Context: an optimization exercise on an open-source flow, tuned for small area and a short achievable clock period. The choices shown serve that exercise and are no tape-out recipe. In this exercise RTL edits were held to simulation tests only and were not proved equivalent to the original. No activity file was given, so power comes from the tool's default toggle rates.

File: flow/run.sh
#!/bin/bash
# synth_recipe.tcl (not shown) runs the flow's synth.tcl, then flattens the netlist and writes it again
# the make line also repeats each setting of config.mk as NAME=value (left out here)
make -C /OpenROAD-flow-scripts/flow DESIGN_CONFIG=/design/flow/config.mk WORK_HOME=/design/flow/orfs CLKGATE_MAP_FILE= SYNTH_SCRIPT=/design/flow/synth_recipe.tcl finish
File: flow/config.mk
export PLATFORM = sky130hd
export DESIGN_NAME = rs_burst_dec
export DESIGN_NICKNAME = rs_burst_dec
export VERILOG_FILES = /design/flow/design.v
export SDC_FILE = /design/flow/constraint.sdc
export NUM_CORES = 4
export LEC_CHECK = 0
export CAP_MARGIN = 20
export CORE_MARGIN = 2
export CORE_UTILIZATION = 30
export PLACE_DENSITY = 0.4
export SLEW_MARGIN = 20
File: flow/constraint.sdc
create_clock -name core_clock -period 25.0 [get_ports {clk}]
set_input_delay 5.0000 -clock core_clock [delete_from_list [all_inputs] [get_ports {clk}]]
set_output_delay 5.0000 -clock core_clock [all_outputs]
set_load 0.01 [all_outputs]
File: flow/design.v
module rs_gf_mul (
    input  wire [7:0] a,
    input  wire [7:0] b,
    output reg  [7:0] p
);
    integer i;
    reg [7:0] aa;
    always @* begin
        p  = 8'h00;
        aa = a;
        for (i = 0; i < 8; i = i + 1) begin
            if (b[i])
                p = p ^ aa;
            aa = {aa[6:0], 1'b0} ^ (aa[7] ? 8'h1D : 8'h00);
        end
    end
endmodule
module rs_gf_inv (
    input  wire [7:0] a,
    output reg  [7:0] y
);
    always @* begin
        case (a)
      default: y = 8'h00;
      8'h01: y = 8'h01;
      8'h02: y = 8'h8e;
      8'h03: y = 8'hf4;
      8'h04: y = 8'h47;
      8'h05: y = 8'ha7;
      8'h06: y = 8'h7a;
      8'h07: y = 8'hba;
      8'h08: y = 8'had;
      8'h09: y = 8'h9d;
      8'h0a: y = 8'hdd;
      8'h0b: y = 8'h98;
      8'h0c: y = 8'h3d;
      8'h0d: y = 8'haa;
      8'h0e: y = 8'h5d;
      8'h0f: y = 8'h96;
      8'h10: y = 8'hd8;
      8'h11: y = 8'h72;
      8'h12: y = 8'hc0;
      8'h13: y = 8'h58;
      8'h14: y = 8'he0;
      8'h15: y = 8'h3e;
      8'h16: y = 8'h4c;
      8'h17: y = 8'h66;
      8'h18: y = 8'h90;
      8'h19: y = 8'hde;
      8'h1a: y = 8'h55;
      8'h1b: y = 8'h80;
      8'h1c: y = 8'ha0;
      8'h1d: y = 8'h83;
      8'h1e: y = 8'h4b;
      8'h1f: y = 8'h2a;
      8'h20: y = 8'h6c;
      8'h21: y = 8'hed;
      8'h22: y = 8'h39;
      8'h23: y = 8'h51;
      8'h24: y = 8'h60;
      8'h25: y = 8'h56;
      8'h26: y = 8'h2c;
      8'h27: y = 8'h8a;
      8'h28: y = 8'h70;
      8'h29: y = 8'hd0;
      8'h2a: y = 8'h1f;
      8'h2b: y = 8'h4a;
      8'h2c: y = 8'h26;
      8'h2d: y = 8'h8b;
      8'h2e: y = 8'h33;
      8'h2f: y = 8'h6e;
      8'h30: y = 8'h48;
      8'h31: y = 8'h89;
      8'h32: y = 8'h6f;
      8'h33: y = 8'h2e;
      8'h34: y = 8'ha4;
      8'h35: y = 8'hc3;
      8'h36: y = 8'h40;
      8'h37: y = 8'h5e;
      8'h38: y = 8'h50;
      8'h39: y = 8'h22;
      8'h3a: y = 8'hcf;
      8'h3b: y = 8'ha9;
      8'h3c: y = 8'hab;
      8'h3d: y = 8'h0c;
      8'h3e: y = 8'h15;
      8'h3f: y = 8'he1;
      8'h40: y = 8'h36;
      8'h41: y = 8'h5f;
      8'h42: y = 8'hf8;
      8'h43: y = 8'hd5;
      8'h44: y = 8'h92;
      8'h45: y = 8'h4e;
      8'h46: y = 8'ha6;
      8'h47: y = 8'h04;
      8'h48: y = 8'h30;
      8'h49: y = 8'h88;
      8'h4a: y = 8'h2b;
      8'h4b: y = 8'h1e;
      8'h4c: y = 8'h16;
      8'h4d: y = 8'h67;
      8'h4e: y = 8'h45;
      8'h4f: y = 8'h93;
      8'h50: y = 8'h38;
      8'h51: y = 8'h23;
      8'h52: y = 8'h68;
      8'h53: y = 8'h8c;
      8'h54: y = 8'h81;
      8'h55: y = 8'h1a;
      8'h56: y = 8'h25;
      8'h57: y = 8'h61;
      8'h58: y = 8'h13;
      8'h59: y = 8'hc1;
      8'h5a: y = 8'hcb;
      8'h5b: y = 8'h63;
      8'h5c: y = 8'h97;
      8'h5d: y = 8'h0e;
      8'h5e: y = 8'h37;
      8'h5f: y = 8'h41;
      8'h60: y = 8'h24;
      8'h61: y = 8'h57;
      8'h62: y = 8'hca;
      8'h63: y = 8'h5b;
      8'h64: y = 8'hb9;
      8'h65: y = 8'hc4;
      8'h66: y = 8'h17;
      8'h67: y = 8'h4d;
      8'h68: y = 8'h52;
      8'h69: y = 8'h8d;
      8'h6a: y = 8'hef;
      8'h6b: y = 8'hb3;
      8'h6c: y = 8'h20;
      8'h6d: y = 8'hec;
      8'h6e: y = 8'h2f;
      8'h6f: y = 8'h32;
      8'h70: y = 8'h28;
      8'h71: y = 8'hd1;
      8'h72: y = 8'h11;
      8'h73: y = 8'hd9;
      8'h74: y = 8'he9;
      8'h75: y = 8'hfb;
      8'h76: y = 8'hda;
      8'h77: y = 8'h79;
      8'h78: y = 8'hdb;
      8'h79: y = 8'h77;
      8'h7a: y = 8'h06;
      8'h7b: y = 8'hbb;
      8'h7c: y = 8'h84;
      8'h7d: y = 8'hcd;
      8'h7e: y = 8'hfe;
      8'h7f: y = 8'hfc;
      8'h80: y = 8'h1b;
      8'h81: y = 8'h54;
      8'h82: y = 8'ha1;
      8'h83: y = 8'h1d;
      8'h84: y = 8'h7c;
      8'h85: y = 8'hcc;
      8'h86: y = 8'he4;
      8'h87: y = 8'hb0;
      8'h88: y = 8'h49;
      8'h89: y = 8'h31;
      8'h8a: y = 8'h27;
      8'h8b: y = 8'h2d;
      8'h8c: y = 8'h53;
      8'h8d: y = 8'h69;
      8'h8e: y = 8'h02;
      8'h8f: y = 8'hf5;
      8'h90: y = 8'h18;
      8'h91: y = 8'hdf;
      8'h92: y = 8'h44;
      8'h93: y = 8'h4f;
      8'h94: y = 8'h9b;
      8'h95: y = 8'hbc;
      8'h96: y = 8'h0f;
      8'h97: y = 8'h5c;
      8'h98: y = 8'h0b;
      8'h99: y = 8'hdc;
      8'h9a: y = 8'hbd;
      8'h9b: y = 8'h94;
      8'h9c: y = 8'hac;
      8'h9d: y = 8'h09;
      8'h9e: y = 8'hc7;
      8'h9f: y = 8'ha2;
      8'ha0: y = 8'h1c;
      8'ha1: y = 8'h82;
      8'ha2: y = 8'h9f;
      8'ha3: y = 8'hc6;
      8'ha4: y = 8'h34;
      8'ha5: y = 8'hc2;
      8'ha6: y = 8'h46;
      8'ha7: y = 8'h05;
      8'ha8: y = 8'hce;
      8'ha9: y = 8'h3b;
      8'haa: y = 8'h0d;
      8'hab: y = 8'h3c;
      8'hac: y = 8'h9c;
      8'had: y = 8'h08;
      8'hae: y = 8'hbe;
      8'haf: y = 8'hb7;
      8'hb0: y = 8'h87;
      8'hb1: y = 8'he5;
      8'hb2: y = 8'hee;
      8'hb3: y = 8'h6b;
      8'hb4: y = 8'heb;
      8'hb5: y = 8'hf2;
      8'hb6: y = 8'hbf;
      8'hb7: y = 8'haf;
      8'hb8: y = 8'hc5;
      8'hb9: y = 8'h64;
      8'hba: y = 8'h07;
      8'hbb: y = 8'h7b;
      8'hbc: y = 8'h95;
      8'hbd: y = 8'h9a;
      8'hbe: y = 8'hae;
      8'hbf: y = 8'hb6;
      8'hc0: y = 8'h12;
      8'hc1: y = 8'h59;
      8'hc2: y = 8'ha5;
      8'hc3: y = 8'h35;
      8'hc4: y = 8'h65;
      8'hc5: y = 8'hb8;
      8'hc6: y = 8'ha3;
      8'hc7: y = 8'h9e;
      8'hc8: y = 8'hd2;
      8'hc9: y = 8'hf7;
      8'hca: y = 8'h62;
      8'hcb: y = 8'h5a;
      8'hcc: y = 8'h85;
      8'hcd: y = 8'h7d;
      8'hce: y = 8'ha8;
      8'hcf: y = 8'h3a;
      8'hd0: y = 8'h29;
      8'hd1: y = 8'h71;
      8'hd2: y = 8'hc8;
      8'hd3: y = 8'hf6;
      8'hd4: y = 8'hf9;
      8'hd5: y = 8'h43;
      8'hd6: y = 8'hd7;
      8'hd7: y = 8'hd6;
      8'hd8: y = 8'h10;
      8'hd9: y = 8'h73;
      8'hda: y = 8'h76;
      8'hdb: y = 8'h78;
      8'hdc: y = 8'h99;
      8'hdd: y = 8'h0a;
      8'hde: y = 8'h19;
      8'hdf: y = 8'h91;
      8'he0: y = 8'h14;
      8'he1: y = 8'h3f;
      8'he2: y = 8'he6;
      8'he3: y = 8'hf0;
      8'he4: y = 8'h86;
      8'he5: y = 8'hb1;
      8'he6: y = 8'he2;
      8'he7: y = 8'hf1;
      8'he8: y = 8'hfa;
      8'he9: y = 8'h74;
      8'hea: y = 8'hf3;
      8'heb: y = 8'hb4;
      8'hec: y = 8'h6d;
      8'hed: y = 8'h21;
      8'hee: y = 8'hb2;
      8'hef: y = 8'h6a;
      8'hf0: y = 8'he3;
      8'hf1: y = 8'he7;
      8'hf2: y = 8'hb5;
      8'hf3: y = 8'hea;
      8'hf4: y = 8'h03;
      8'hf5: y = 8'h8f;
      8'hf6: y = 8'hd3;
      8'hf7: y = 8'hc9;
      8'hf8: y = 8'h42;
      8'hf9: y = 8'hd4;
      8'hfa: y = 8'he8;
      8'hfb: y = 8'h75;
      8'hfc: y = 8'h7f;
      8'hfd: y = 8'hff;
      8'hfe: y = 8'h7e;
      8'hff: y = 8'hfd;
        endcase
    end
endmodule
module rs_syndrome (
    input  wire [159:0] cw,     
    output reg  [31:0]  syn     
);
    function automatic [7:0] gf_mul(input [7:0] a, input [7:0] b);
        integer i;
        reg [7:0] p, aa;
        begin
            p  = 8'h00;
            aa = a;
            for (i = 0; i < 8; i = i + 1) begin
                if (b[i])
                    p = p ^ aa;
                aa = {aa[6:0], 1'b0} ^ (aa[7] ? 8'h1D : 8'h00);
            end
            gf_mul = p;
        end
    endfunction
    function automatic [7:0] alpha_pow(input integer e);
        integer i;
        reg [7:0] x;
        begin
            x = 8'h01;
            for (i = 0; i < (e % 255); i = i + 1)
                x = {x[6:0], 1'b0} ^ (x[7] ? 8'h1D : 8'h00);
            alpha_pow = x;
        end
    endfunction
    integer j, p;
    always @* begin
        syn = 32'h0;
        for (j = 0; j < 4; j = j + 1)
            for (p = 0; p < 20; p = p + 1)
                syn[8*j +: 8] = syn[8*j +: 8] ^ gf_mul(cw[8*p +: 8], alpha_pow(j * (19 - p)));
    end
endmodule
module rs_cw_dec (
    input  wire [31:0]  syn,       
    output wire         fail,      
    output wire [1:0]   nerr,      
    output wire [19:0]  err_loc,   
    output wire [127:0] err_val    
);
    function automatic [7:0] gf_mul(input [7:0] a, input [7:0] b);
        integer i;
        reg [7:0] p, aa;
        begin
            p  = 8'h00;
            aa = a;
            for (i = 0; i < 8; i = i + 1) begin
                if (b[i])
                    p = p ^ aa;
                aa = {aa[6:0], 1'b0} ^ (aa[7] ? 8'h1D : 8'h00);
            end
            gf_mul = p;
        end
    endfunction
    function automatic [7:0] alpha_pow(input integer e);
        integer i;
        reg [7:0] x;
        begin
            x = 8'h01;
            for (i = 0; i < (e % 255); i = i + 1)
                x = {x[6:0], 1'b0} ^ (x[7] ? 8'h1D : 8'h00);
            alpha_pow = x;
        end
    endfunction
    wire [7:0] s0 = syn[7:0];
    wire [7:0] s1 = syn[15:8];
    wire [7:0] s2 = syn[23:16];
    wire [7:0] s3 = syn[31:24];
    wire [7:0] s1s1, s0s2, s0s3, s1s2, s2s2, s1s3;
    rs_gf_mul u_m0 (.a(s1), .b(s1), .p(s1s1));
    rs_gf_mul u_m1 (.a(s0), .b(s2), .p(s0s2));
    rs_gf_mul u_m2 (.a(s0), .b(s3), .p(s0s3));
    rs_gf_mul u_m3 (.a(s1), .b(s2), .p(s1s2));
    rs_gf_mul u_m4 (.a(s2), .b(s2), .p(s2s2));
    rs_gf_mul u_m5 (.a(s1), .b(s3), .p(s1s3));
    wire [7:0] det = s1s1 ^ s0s2;
    wire [7:0] det_inv;
    rs_gf_inv u_i0 (.a(det), .y(det_inv));
    wire [7:0] l1_two, l2_two;
    rs_gf_mul u_m6 (.a(s0s3 ^ s1s2), .b(det_inv), .p(l1_two));
    rs_gf_mul u_m7 (.a(s2s2 ^ s1s3), .b(det_inv), .p(l2_two));
    wire [7:0] s0_inv, l1_one, s1x, s2x;
    rs_gf_inv u_i1 (.a(s0), .y(s0_inv));
    rs_gf_mul u_m8 (.a(s1), .b(s0_inv), .p(l1_one));
    rs_gf_mul u_m9 (.a(s1), .b(l1_one), .p(s1x));
    rs_gf_mul u_m10 (.a(s2), .b(l1_one), .p(s2x));
    wire syn_zero = (syn == 32'h0);
    wire two      = (det != 8'h00);
    wire one_ok   = (s0 != 8'h00) && (s2 == s1x) && (s3 == s2x);
    wire [7:0] l1 = two ? l1_two : l1_one;
    wire [7:0] l2 = two ? l2_two : 8'h00;
    reg [19:0] root;
    integer p;
    always @* begin
        for (p = 0; p < 20; p = p + 1)
            root[p] = ((gf_mul(l1, alpha_pow(19 - p)) ^ l2) == alpha_pow(2 * (19 - p)));
    end
    reg [19:0] first;
    reg [7:0]  x_first;
    reg [4:0]  nroots;
    reg        seen;
    always @* begin
        seen    = 1'b0;
        x_first = 8'h00;
        nroots  = 5'd0;
        for (p = 0; p < 20; p = p + 1) begin
            first[p] = root[p] && !seen;
            if (root[p] && !seen)
                x_first = alpha_pow(19 - p);
            if (root[p])
                seen = 1'b1;
            nroots = nroots + {4'd0, root[p]};
        end
    end
    wire [7:0] l1_inv, s0_xo, y_first;
    rs_gf_inv u_i2 (.a(l1), .y(l1_inv));
    rs_gf_mul u_m11 (.a(s0), .b(l1 ^ x_first), .p(s0_xo));
    rs_gf_mul u_m12 (.a(s1 ^ s0_xo), .b(l1_inv), .p(y_first));
    wire [7:0] y_second = s0 ^ y_first;
    wire ok = syn_zero ||
              (two && nroots == 5'd2) ||
              (!two && one_ok && nroots == 5'd1);
    assign fail    = !ok;
    assign nerr    = syn_zero ? 2'd0 : (two ? 2'd2 : 2'd1);
    assign err_loc = syn_zero ? 20'h0 : root;
    genvar g;
    generate
        for (g = 0; g < 16; g = g + 1) begin : g_val
            assign err_val[8*g +: 8] = syn_zero  ? 8'h00 :
                                       first[g]  ? y_first :
                                       root[g]   ? y_second : 8'h00;
        end
    endgenerate
endmodule
module rs_burst_dec (
    input  wire         clk,
    input  wire         rst,
    input  wire         in_valid,
    input  wire [39:0]  in_beat,
    output reg          out_valid,
    output reg  [511:0] out_data,
    output reg          out_ue,
    output reg  [2:0]   out_ce_count,
    output reg  [3:0]   out_dev
);
    reg [3:0]   beat_cnt;
    reg         burst_full;
    reg [639:0] beats;        
    always @(posedge clk) begin
        if (rst) begin
            beat_cnt   <= 4'd0;
            burst_full <= 1'b0;
        end else begin
            burst_full <= in_valid && (beat_cnt == 4'd15);
            if (in_valid)
                beat_cnt <= beat_cnt + 4'd1;
        end
    end
    always @(posedge clk) begin
        if (in_valid)
            beats[40*beat_cnt +: 40] <= in_beat;
    end
    function automatic [7:0] dev_sym(input [639:0] bb, input integer d, input integer j);
        dev_sym = {bb[40*(2*j+1) + 4*d +: 4], bb[40*(2*j) + 4*d +: 4]};
    endfunction
    reg [159:0] cw [0:3];     
    integer c, d;
    always @* begin
        for (c = 0; c < 4; c = c + 1)
            for (d = 0; d < 10; d = d + 1) begin
                cw[c][8*(2*d)   +: 8] = dev_sym(beats, d, c);
                cw[c][8*(2*d+1) +: 8] = dev_sym(beats, d, c + 4);
            end
    end
    wire [31:0] syn [0:3];
    genvar g;
    generate
        for (g = 0; g < 4; g = g + 1) begin : g_syn
            rs_syndrome u_syn (.cw(cw[g]), .syn(syn[g]));
        end
    endgenerate
    reg         s1_valid;
    reg [127:0] s1_syn;       
    reg [511:0] s1_data;      
    always @(posedge clk) begin
        if (rst)
            s1_valid <= 1'b0;
        else
            s1_valid <= burst_full;
    end
    always @(posedge clk) begin
        if (burst_full) begin
            for (c = 0; c < 4; c = c + 1) begin
                s1_syn[32*c +: 32]   <= syn[c];
                s1_data[128*c +: 128] <= cw[c][127:0];
            end
        end
    end
    wire [3:0]   cw_fail;
    wire [1:0]   cw_nerr [0:3];
    wire [19:0]  cw_loc  [0:3];
    wire [127:0] cw_val  [0:3];
    generate
        for (g = 0; g < 4; g = g + 1) begin : g_dec
            rs_cw_dec u_dec (
                .syn     (s1_syn[32*g +: 32]),
                .fail    (cw_fail[g]),
                .nerr    (cw_nerr[g]),
                .err_loc (cw_loc[g]),
                .err_val (cw_val[g])
            );
        end
    endgenerate
    reg [9:0] dev_hit;
    reg       max_one;        
    reg [2:0] ncorr;          
    reg       ue;
    reg [3:0] dev;
    reg [3:0] ndev;
    always @* begin
        dev_hit = 10'h0;
        max_one = 1'b1;
        ncorr   = 3'd0;
        for (c = 0; c < 4; c = c + 1) begin
            for (d = 0; d < 10; d = d + 1)
                dev_hit[d] = dev_hit[d] | cw_loc[c][2*d] | cw_loc[c][2*d+1];
            if (cw_nerr[c] == 2'd2)
                max_one = 1'b0;
            if (cw_nerr[c] != 2'd0)
                ncorr = ncorr + 3'd1;
        end
        ndev = 4'd0;
        dev  = 4'hF;
        for (d = 0; d < 10; d = d + 1) begin
            ndev = ndev + {3'd0, dev_hit[d]};
            if (dev_hit[d])
                dev = d[3:0];
        end
        ue = (cw_fail != 4'h0) || !(max_one || ndev == 4'd1);
    end
    wire [511:0] err_all = {cw_val[3], cw_val[2], cw_val[1], cw_val[0]};
    always @(posedge clk) begin
        if (rst)
            out_valid <= 1'b0;
        else
            out_valid <= s1_valid;
    end
    always @(posedge clk) begin
        if (s1_valid) begin
            out_ue       <= ue;
            out_data     <= ue ? s1_data : (s1_data ^ err_all);
            out_ce_count <= ue ? 3'd0 : ncorr;
            out_dev      <= (!ue && ndev == 4'd1) ? dev : 4'hF;
        end
    end
endmodule
==> out/results.tsv <==
stage	metric	value	unit
outcome	status	complete, no violations	
power_and_ir_drop	power	16.8	mW
global_routing	grt_usage	33.6	%
yosys	synthArstFlopShare	0	%
floorplan	top_level_ports	564	
clock_network	clk_latency	1.05	ns
min_path	min_to	out_data[363]	
floorplan	die_w	887	um
placed_design	gp_congestion	1.06	
min_path	hold_path_depth	1	
power_and_ir_drop	p_leak	92.5	nW
timing	holdWs	0.473	ns
min_path	min-delay-path-class	flop to flop	
routing	drc_errors	0	
timing	fin_crit_sh	82.9	%
routing	vias	220660	
timing	slew_headroom	14.5	%
timing	fin_worst_skew	0.129	ns
global_routing	antenna_found_initial	126	
final_layout	multiInputGateArea	0.170	mm^2
setup_path	crit_type	flop to flop	
setup_path	max_stage_delay	0.90	ns
min_path	min_from	s1_data[363]	
yosys	syn_inst	28056	
routing	wl_per_cell	36.3	um
floorplan	num_rows	324	
final_layout	fin_nets	28131	
final_layout	final_layout_size_suffix_gt1_share	8.05	%
clock_network	numCtsBuffers	229	
clock_network	cts_tree	done	
clock_network	cts-root-buf	clkbuf_16	
clock_network	clk_path_buf_depth	4	
final_layout	syn_to_final_growth	11.7	%
global_routing	grt_pass1_wl	1860	mm
routing	vias_per_cell	5.76	
power_and_ir_drop	p_per_area	64.1	mW/mm^2
clock_network	ctsResizeCount	0	
setup_path	r2r_cells	58	
yosys	yosysSeqAreaShare	23.4	%
yosys	synth_nets	28392	
floorplan	start_util	30.1	%
routing	final_antenna_net_count	0	
clock_network	cts.clk_slew.worst_paths	0.07	ns
yosys	ys.flop_type	edfxtp_1	
floorplan	dieArea	0.787	mm^2
final_layout	post_layout_nonfiller_instances	38310	
clock_network	clock-sinks	1839	
power_and_ir_drop	ir_drop	0.000119	V
setup_path	critPathSlowestCell	edfxtp_1	
yosys	yosysWarnings	7	
setup_path	r2r_end	out_data[107]	
placed_design	hpwlAfterDp	1050	mm
setup_path	arrival	21.47	ns
global_routing	overflow	0	
clock_network	post_cts_buffers	0	
global_routing	grt_max_degree	156	
yosys	ys_ff_latch	1839	
setup_path	endpoint_kind	flop	
yosys	syn_area	0.234	mm^2
yosys	avgSynthCellArea	8.34	um^2
yosys	synth_edf_count	1800	
setup_path	crit_required	25.76	ns
yosys	synth_cell_type_count	146	
final_layout	fillers	81412	
floorplan	die_h	887	um
placed_design	place_inst	37833	
timing	tns	0	ns
timing	fmax	48.3	MHz
clock_network	hold_buffers	0	
timing	rsz0062_at_grt	no	
routing	drt-total-wl	1390	mm
timing	finalSetupViolCount	0	
timing	tightestPinTransition	1.26	ns
routing	drt_iter0_markers	29145	
final_layout	ff_latch_area	0.0548	mm^2
floorplan	core-area	0.778	mm^2
placed_design	port_buffers	563	
setup_path	critPathMaxFanout	34	
setup_path	r2r_setup_slack	4.29	ns
timing	min_period	20.71	ns
job	maxCapViolations	0	
clock_network	h-tree-depth	4	
setup_path	cp-start-kind	flop	
timing	hold_viol	0	
global_routing	grt_pass1_vias	205596	
setup_path	cpMostUsedCell	fa_1	
setup_path	r2r-start	s1_syn[102]	
routing	firstDrtPassIters	9	
timing	maxSlewViolCount	0	
## cell families (layout without fill, tap and decap cells)
kind of cell / Yosys count / after routing / synth area share [%]
flops: 1839 / 1839 / 23.4
compound gates: 5188 / 5188 / 14.8
simple gates: 8363 / 8363 / 15.4
mux: 343 / 343 / 1.60
buf+inv: 2762 / 2683 / 4.95
xor+xnor: 9267 / 9267 / 38.1
fa+ha+maj: 294 / 294 / 1.76
other cells: 0 / 64 / 0
## per-layer routing
layer  global-route usage [%]  routed length (um)  vias up
li1                         -                   -    95325
met2                     52.6              614000    12084
met4                     14.6               75200       62
met5                        0                 397        -
met3                     5.44              112000     2200
met1                     45.7              587000   110989
## state kept, by name, indices dropped and copies added, names as in the netlist, 3 cells and up
register	count
beats	640
out_data	512
s1_data	512
s1_syn	128
g_dec.u_dec.s0_inv	32
beat_cnt	4
out_dev	4
out_ce_count	3
## cell usage after synthesis (144+ instances only)
library cell | count | area [um^2]
a211oi_1 | 272 | 2040
a21oi_1 | 1140 | 5710
a22o_1 | 214 | 1870
a31oi_1 | 214 | 1340
and3_1 | 144 | 901
buf_1 | 264 | 991
buf_2 | 313 | 1570
clkbuf_1 | 1555 | 5840
edfxtp_1 | 1800 | 54100
ha_1 | 234 | 2930
inv_1 | 402 | 1510
mux2i_1 | 272 | 2720
nand2_1 | 4251 | 16000
nand3_1 | 470 | 2350
nor2_1 | 2018 | 7570
nor3_1 | 512 | 2560
o211ai_1 | 272 | 2040
o21ai_0 | 1308 | 6550
o22ai_1 | 145 | 907
xnor2_1 | 6638 | 58100
xnor3_1 | 390 | 8780
xor2_1 | 2016 | 17700
## area by class of cell
class,instances,area share [%]
antenna,64,0.0613
clock buffer,289,2.31
clock inverter,124,0.482
inverter,463,0.666
multi-input combinational,23455,64.8
sequential,1839,21.0
tap,10269,4.91
timing repair buffer,1807,5.76
## layout by cell type, fill, tap and decap left out, types with 89 or more instances in the layout
cell and n:
o21ai_0 1295, nand2_1 4250, and3_1 143, a221oi_1 106
nor2_1 2007, nand2b_1 125, o22ai_1 132, nor2b_1 122
a211oi_1 268, mux2i_1 265, o221ai_1 119, or3_1 102
edfxtp_1 1800, a22o_1 214, xnor3_1 386, clkbuf_16 232
a31oi_1 212, a21oi_1 1120, and2_1 118, nand4_1 115
xnor2_2 130, nor3_1 500, o211ai_1 272, ha_1 233
buf_4 1238, o311ai_0 89, nor4_1 90, nand3_1 468
a311oi_1 129, a22oi_1 103, xor2_1 1996, xnor2_1 6571
inv_1 398, clkdlybuf4s50_1 562
## worst max-delay path by stage
stage | from | endpoint | slack [ns] | cells after the start
after detailed placement | s1_syn[7] | out_data[107] | 4.54 | 59
final | s1_syn[102] | out_data[107] | 4.29 | 58
after CTS | s1_syn[7] | out_data[107] | 4.52 | 59
after global routing | s1_syn[102] | out_data[107] | 3.65 | 58
after global placement | s1_syn[7] | out_data[107] | 4.26 | 59
after floorplan | burst_full | g_dec[0].u_dec.s0_inv[2] | 6.90 | 15
## per-stage QoR
stage	area (um^2)	setup WS, ns	utilization, %
floorplan	234000	6.90	-
global placement	254000	4.26	32.6
detailed placement	254000	4.54	32.6
CTS	261000	4.52	33.6
global route	261000	3.65	33.6
finish	261000	4.29	33.6
## critical path: cells and delay by family (launching register included)
kind	cells	cell delay (ns)
simple gates	17	5.58
fa+ha+maj	8	4.22
compound gates	9	2.87
mux	2	0.33
flops	1	0.90
xor+xnor	8	2.48
buf+inv	14	3.95
## power breakdown
part / leakage (nW) / internal [mW] / total (mW) / switching, mW
clock: 3.53 / 1.90 / 3.41 / 1.51
sequential: 17.0 / 3.86 / 4.04 / 0.173
combinational: 72.0 / 3.72 / 9.32 / 5.60
total: 92.5 / 9.49 / 16.8 / 7.28

static timing again, ports no longer ideal:
Ports are ideal in the flow. The routed layout listed here was re-timed in OpenROAD.
Step 1: set_driving_cell puts a clkbuf_16 on clk and a buf_2 on each other input, an assumption about the parent block.
Step 2 times the ports against the registers' clock, not the clock port: input delays grow and output delays shrink by t, the midpoint of the rising clock arrivals with the driver on.
Three values: ideal ports, drivers, drivers and shift; two values: the first two.
shift t [ns]: 1.127
setup slack, ns: 4.286 / 4.286 / 4.286
worst setup path at the end: register to register
After both steps setup and hold are still met in this run. For this run, drivers alone change the setup slack by 0.000 ns; drivers and shift together by 0.000 ns.
